Source: an optimization exercise on an open RTL-to-GDS flow (aim: small area, a short achievable clock period and few clock cycles per item). Production flows keep margins and buffers that such runs may drop. Function was checked by simulation only, so behaviour that the tests miss may differ from the original. Power and IR drop assume default switching activity.

indigo:
Design blaze_unit, start of the top module:
module blaze_unit (
    input  wire        clk,
    input  wire        rst,
    input  wire        reg_valid,
    input  wire        reg_write,
    input  wire [5:0]  reg_addr,       
    input  wire [31:0] reg_wdata,
    output wire        reg_ready,
    output wire [31:0] reg_rdata,      
    output wire        mem_req,
    output wire [20:0] mem_addr,       
    input  wire        mem_gnt,
    input  wire        mem_rvalid,
    input  wire [31:0] mem_rdata,
    input  wire        mem_rerr
);
For scale: roughly 3800 cells after synthesis, about 0.033 mm² of cells after synthesis.
clock: 10.0 ns
lec_check: 0
cap_margin: 20
core_margin: 2
core_utilization: 50
place_density: 0.72
slew_margin: 20
standard.sh (not shown) runs the stock make flow with config.mk's settings and CLKGATE_MAP_FILE= SYNTH_SCRIPT=/design/flow/synth_recipe.tcl, a recipe that flattens the netlist after the stock synthesis.
==> flow/flow/run.sh <==
#!/bin/bash
# The standard layout, with two changes to how it is made (the clock and
# constraints stay as given):
#  - timing repair aims below the 10 ns clock: repair_timing treats any path
#    with less than SETUP_SLACK_MARGIN ns of slack as failing and works on it;
#  - the port buffers are sky130_fd_sc_hd__buf_2 cells instead of the delay
#    cells buffer_ports picks by default (every port still gets a buffer).
set -euo pipefail
bash standard.sh synth > synth.log 2>&1
bash standard.sh SETUP_SLACK_MARGIN=6.5 'BUFFER_PORTS_ARGS=-buffer_cell sky130_fd_sc_hd__buf_2' finish > layout.log 2>&1
Testbench counts of indigo, summed over its fixed seeds: cycles 291,928, bytes 812,402.
Changes in violet relative to indigo:
- a change of PLACE_DENSITY from 0.72 to 0.65
- a change of CORE_UTILIZATION from 50 to 45
==> comparison <==
violet against indigo: number of cells in the design after placement increased 2.2%; share of power burned in the clock network increased 0.2 points; first-pass GRT wire length increased about 4%; clock buffer count decreased 3; die outline width increased about 5.3%. Comparing violet and indigo, total power is lower on indigo. After detailed routing, indigo needs less wire than violet.
--- input diff violet..garnet ---
- CORE_UTILIZATION now 50, was 45
- PLACE_DENSITY now 0.72, was 0.65
-- flow/flow/run.sh --
<<< violet, line 9
bash standard.sh synth > synth.log 2>&1
bash standard.sh SETUP_SLACK_MARGIN=6.5 'BUFFER_PORTS_ARGS=-buffer_cell sky130_fd_sc_hd__buf_2' finish > layout.log 2>&1
>>> garnet, line 9
bash standard.sh synth > synth.log 2>&1
bash standard.sh SETUP_SLACK_MARGIN=6.8 'BUFFER_PORTS_ARGS=-buffer_cell sky130_fd_sc_hd__buf_2' finish > layout.log 2>&1
==> comparison <==
- In the tables for violet and garnet, sequential fraction of total cell area reads higher with violet.
- In the tables for violet and garnet, area enclosed by the die boundary reads higher with violet.
- violet and garnet ended up with roughly the same clock network latency to the later pin of the worst-skew pair.
- The share of total power in combinational logic reported for garnet is greater than that of violet by 2.1 points.
- NOTE total met3 wirelength after detailed routing violet->garnet increased by more than 10%
- garnet vs violet, end of the critical path: zr[18]$_DFF_P_ vs zr[13]$_DFF_P_
Setup changes, garnet to pepper
- PLACE_DENSITY now 0.65, was 0.72
- CORE_UTILIZATION now 45, was 50
-- flow/flow/run.sh --
<<< garnet, line 9
bash standard.sh synth > synth.log 2>&1
bash standard.sh SETUP_SLACK_MARGIN=6.8 'BUFFER_PORTS_ARGS=-buffer_cell sky130_fd_sc_hd__buf_2' finish > layout.log 2>&1
>>> pepper, line 9
bash standard.sh synth > synth.log 2>&1
bash standard.sh SETUP_SLACK_MARGIN=7.0 'BUFFER_PORTS_ARGS=-buffer_cell sky130_fd_sc_hd__buf_2' finish > layout.log 2>&1
Findings:
From garnet to pepper the numbers moved as follows: multi-input gate area in the final layout moved up, via count went up by 1494, number of antenna violations at the first check in global routing now smaller, arrival time at the worst endpoint went down 60 ps, count of final setup violators shows no meaningful change.
pepper has more setup slack than garnet.


blaze_unit again, from the RTL that the note above started with.
export LEC_CHECK = 0
export CAP_MARGIN = 20
export CORE_MARGIN = 2
export CORE_UTILIZATION = 45
export PLACE_DENSITY = 0.65
export SLEW_MARGIN = 20
create_clock -name core_clock -period 10.0 [get_ports {clk}]
==> flow/flow/run.sh <==
#!/bin/bash
# The standard layout, with timing repair aimed below the 10 ns clock: the
# clock and constraints stay as given, but repair_timing treats any path with
# less than SETUP_SLACK_MARGIN ns of slack as failing and works on it.
set -euo pipefail
bash standard.sh synth > synth.log 2>&1
bash standard.sh SETUP_SLACK_MARGIN=6.5 finish > layout.log 2>&1
Testbench counts at the start, summed over its fixed seeds: cycles 291,928, bytes 812,402.
Next try:
==> flow/flow/run.sh (replaced) <==
#!/bin/bash
# The standard layout, with two changes to how it is made (the clock and
# constraints stay as given):
#  - timing repair aims below the 10 ns clock: repair_timing treats any path
#    with less than SETUP_SLACK_MARGIN ns of slack as failing and works on it;
#  - the port buffers are sky130_fd_sc_hd__buf_2 cells instead of the delay
#    cells buffer_ports picks by default (every port still gets a buffer).
set -euo pipefail
bash standard.sh synth > synth.log 2>&1
bash standard.sh SETUP_SLACK_MARGIN=6.8 'BUFFER_PORTS_ARGS=-buffer_cell sky130_fd_sc_hd__buf_2' finish > layout.log 2>&1
What happened: Clock skew fell by 0.040 ns; via count rises by a few percent; design area rose by a few percent; clock power grows by a few percent; clock-buffer cell count goes down by 10; global-route usage drops by 3.6 points; critical path depth went up by 1; power rose by a few percent.

==> static timing again, ports no longer ideal <==
The results above use ideal ports. As a check the final layouts listed here were re-extracted and re-timed, cells and wires unchanged.
Step 1: set_driving_cell puts a clkbuf_16 on clk and a buf_2 on each other input, an assumption about the parent block.
Step 2 moves the port delays by t, midway between the first and last clock arrival at a register: inputs arrive t later, outputs are due t later. That takes back most of the time a late clock gives input paths.
a / b / c = ideal / step 1 / step 2; a / b = the first two.
| run | shift t [ns] | slack for setup (ns) | worst data-port slew with drivers (ns) | cell pins on the clock port's net |
|---|---|---|---|---|
| indigo | 0.665 | 6.330 / 6.330 / 5.782 | 0.09 | 1 |
| violet | 0.664 | 6.304 / 6.304 / 5.874 | 0.09 | 1 |
| garnet | 0.682 | 6.598 / 6.598 / 5.994 | 0.10 | 1 |
| pepper | 0.681 | 6.770 / 6.721 / 6.160 | 0.17 | 1 |
| the first run of note 2 | 0.663 | 6.320 / 6.320 / 5.893 | 0.10 | 1 |
| the second run of note 2 | 0.670 | 6.624 / 6.624 / 6.109 | 0.12 | 1 |
After both steps every run listed still meets setup and hold. The setup slack of pepper, which loses most, moves by -0.049 ns with the drivers and by -0.610 ns with both steps.
